This design comes from an exercise in tuning for small area, a short achievable clock period and few clock cycles per item on the open sky130 flow, not from production work. Only simulation tests tie the RTL to the original design; equivalence was not proved. Power figures rest on the tool's default switching activity, not on a simulated workload.

==> flow/design.v (excerpt) <==
module gkl_flit_rx (
  input  wire        clk,
  input  wire        rst,
  input  wire        in_valid,
  output wire        in_ready,
  input  wire [63:0] in_data,
  input  wire        in_mode_p,
  output wire        out_valid,
  input  wire        out_ready,
  output wire [63:0] out_data,
  output wire        out_last,
  output wire        st_crc_ok,
  output wire [1:0]  st_corr,
  output wire [1:0]  st_unc,
  output wire [7:0]  st_pos0,
  output wire [7:0]  st_pos1
);
clock: 11.0 ns
lec_check: 0
cap_margin: 20
core_margin: 2
core_utilization: 60
cts_cluster_diameter: 80
cts_cluster_size: 30
place_density_lb_addon: 0.1
slew_margin: 20
standard.sh (not shown) runs the stock make flow with config.mk's settings and CLKGATE_MAP_FILE= SYNTH_SCRIPT=/design/flow/synth_recipe.tcl, a recipe that flattens the netlist after the stock synthesis.
==> flow/flow/run.sh <==
#!/bin/bash
# Standard ORFS layout (the standard.sh), with repair_timing aimed at a
# tighter setup target than the 11 ns clock (the SDC itself is unchanged).
set -euo pipefail
bash standard.sh SETUP_SLACK_MARGIN=7.3 finish > flow_make.log 2>&1
The starting point produced a clean layout.
Testbench counts at the start, summed over its fixed seeds: cycles 16,656, flits 512.
Rerun with:
CORE_UTILIZATION = 40   (was 60)
CTS_CLUSTER_DIAMETER = default   (was 80)
CTS_CLUSTER_SIZE = default   (was 30)
PLACE_DENSITY_LB_ADDON = default   (was 0.1)
Result: The new run went through all stages and came out clean; design area rose by a little under a tenth; flip-flop and latch count is unchanged; combinational power stays flat; synthesized cell count stays the same; setup slack is worse by 0.11 ns; critical path depth went down by 8; total power is higher by about a fifth; non-clock buffer count stays the same.
Rerun with:
--- a/flow/flow/run.sh
+++ b/flow/flow/run.sh
@@ -5 +5 @@
-bash standard.sh SETUP_SLACK_MARGIN=7.3 finish > flow_make.log 2>&1
+bash standard.sh SETUP_SLACK_MARGIN=7.6 finish > flow_make.log 2>&1
CORE_UTILIZATION = 60   (was 40)
CTS_CLUSTER_DIAMETER = 80   (was default)
CTS_CLUSTER_SIZE = 30   (was default)
PLACE_DENSITY_LB_ADDON = 0.1   (was default)
Die area is lower by a quarter to a third. Power is lower by about a fifth. Area after synthesis is unchanged. Synthesized cell count stays the same.
Rerun with:
==> flow/run.sh (new file) <==
#!/bin/bash
# synth_recipe.tcl (not shown) runs the flow's synth.tcl, then flattens the netlist and writes it again
# the make line also repeats each setting of config.mk as NAME=value (left out here)
make -C /OpenROAD-flow-scripts/flow DESIGN_CONFIG=/design/flow/config.mk WORK_HOME=/design/flow/orfs CLKGATE_MAP_FILE= SYNTH_SCRIPT=/design/flow/synth_recipe.tcl finish
CORE_UTILIZATION = 40   (was 60)
CTS_CLUSTER_DIAMETER = default   (was 80)
CTS_CLUSTER_SIZE = default   (was 30)
PLACE_DENSITY_LB_ADDON = default   (was 0.1)
SETUP_SLACK_MARGIN = 5   (was default)
TNS_END_PERCENT = 100   (was default)
removed: flow/flow/run.sh
removed: flow/standard.sh
The changed run completed without violations.
Power climbs by 20%.
First-iteration DRC count fell by 8.6%.
Core utilization came out lower by 20 points.
Final area came out higher by 5.4%.
Worst setup slack is worse by 1.1 ns.
Global-route usage went down by 7.9 points.
Combinational power drops by about 7%.
Count of clock-buffer cells in the layout climbs by 184.
Register-to-register slack got worse by 0.83 ns.

* * *

job 101:
gkl_flit_rx, a different RTL version from the one above (not shown whole).
Size in the first run: about 4300 cells after synthesis, roughly 2500 flip-flops, about 160 I/O pins, ~66000 um2 of cells after synthesis.
export LEC_CHECK = 0
export CAP_MARGIN = 20
export CORE_MARGIN = 2
export CORE_UTILIZATION = 60
export CTS_CLUSTER_DIAMETER = 80
export CTS_CLUSTER_SIZE = 30
export PLACE_DENSITY_LB_ADDON = 0.1
export SLEW_MARGIN = 20
create_clock -name core_clock -period 11.0 [get_ports {clk}]
==> flow/flow/run.sh <==
#!/bin/bash
# Standard ORFS layout (the standard.sh), with repair_timing aimed at a
# tighter setup target than the 11 ns clock (the SDC itself is unchanged), and
# the smallest buffer (buf_1) on every input and output port, and the I/O pins
# kept to the right and top edges (so the output register sits near its pins).
# make's output goes to flow_make.log; ORFS keeps each step's log under orfs/logs.
set -euo pipefail
bash standard.sh SETUP_SLACK_MARGIN=7.45 "BUFFER_PORTS_ARGS=-buffer_cell sky130_fd_sc_hd__buf_1" "PLACE_PINS_ARGS=-exclude left:* -exclude bottom:*" finish > flow_make.log 2>&1
Testbench counts of job 101, summed over its fixed seeds: cycles 16,656, flits 512.
diff inputs: job 101 => job 102
==> flow/flow/run.sh <==
#!/bin/bash
# Standard ORFS layout (the standard.sh), with repair_timing aimed at a
# tighter setup target than the 11 ns clock (the SDC itself is unchanged).
set -euo pipefail
bash standard.sh SETUP_SLACK_MARGIN=8.0 "BUFFER_PORTS_ARGS=-buffer_cell sky130_fd_sc_hd__buf_1" finish > flow_make.log 2>&1
Findings:
Compared with job 101, job 102 is the more power-hungry design.
In job 102, the via count of the first global-routing pass came out about 4.6% above the value in job 101.
Job 102 vs job 101 — final cell count climbed by a few percent
NOTE power density over cell area job 101->job 102 decreased by a few percent
Compare job 102 and job 101 | relative area change from synthesis to final layout lower: job 101
Comparing overall fraction of global-route tracks in use for job 102 and job 101, the bigger number came from job 102.
Changes observed in job 102 relative to job 101: fmax shrank by about 2.4%, number of non-clock buffers has increased.
Comparing job 102 and job 101, fraction of power consumed by combinational cells is lower on job 101.
Each of the runs, namely job 102 and job 101, reached the end of the flow and came out clean.
Taking job 101 as the reference point, the placed wire-length estimate of job 102 rises by 940 um.
Input changes introduced in job 103 (baseline for comparison: job 102):
==> flow/flow/run.sh <==
#!/bin/bash
# Standard ORFS layout (the standard.sh), with repair_timing aimed at a
# tighter setup target than the 11 ns clock (the SDC itself is unchanged), and
# the smallest buffer (buf_1) on every input and output port. make's output goes
# to flow_make.log; ORFS keeps each step's log under orfs/logs.
set -euo pipefail
bash standard.sh SETUP_SLACK_MARGIN=7.6 "BUFFER_PORTS_ARGS=-buffer_cell sky130_fd_sc_hd__buf_1" "PLACE_PINS_ARGS=-exclude left:* -exclude bottom:*" finish > flow_make.log 2>&1
==> comparison <==
- Global-route usage: lower on job 103
- Compare job 103 and job 102 | routing usage on met1 lower: job 103
- On maximum clock frequency: job 103 sits above job 102.
- Higher layout overhead on the synthesized area was reported by job 102, not job 103.
- As far as total number of multi-input combinational cells is concerned, job 102 and job 103 perform about the same.
- A capture point of the critical path of out_data[45] is what job 102 shows, while out_data[52] belongs to job 103.
- Between job 102 and job 103, the cell count went down.
- On placed instance count, job 103 and job 102 are neck and neck.
- Job 103 against job 102: total design power dropped about 3%; setup slack climbed 0.15 ns; proportion of cell area occupied by registers climbed 4.5 points.

==> static timing again, ports no longer ideal <==
In the flow no input, the clock included, has a driving cell. The finished layouts below were timed again as built, in two steps. Step 1 sets driving cells, clkbuf_16 on the clock port and buf_2 on the other inputs (assumed; they add their load-dependent delay and slew). Step 2 adds t to the input delays and takes it off the output delays; t is the mean of the earliest and latest rising clock arrival at the registers after step 1. Input paths then give back, and output paths get back, about the clock's delay inside the block. a / b / c = ideal / step 1 / step 2; a / b = the first two.
run	t, ns	setup WS [ns]	worst hold slack (ns)
the first run of note 1	0.781	7.240 / 7.223 / 6.596	0.315 / 0.315 / 0.315
the second run of note 1	0.906	7.130 / 7.049 / 6.465	0.246 / 0.246 / 0.246
the third run of note 1	0.784	7.257 / 7.181 / 6.866	0.295 / 0.295 / 0.295
the fourth run of note 1	0.900	6.158 / 6.209 / 5.308	0.263 / 0.263 / 0.263
job 101	0.801	7.406 / 7.333 / 6.609	0.321 / 0.321 / 0.321
job 102	0.793	7.319 / 7.243 / 6.985	0.311 / 0.311 / 0.311
job 103	0.786	7.466 / 7.387 / 6.777	0.312 / 0.312 / 0.312
After both steps every run listed still meets setup and hold. For the fourth run of note 1, which loses most, drivers alone change the setup slack by +0.051 ns; drivers and shift together by -0.850 ns.
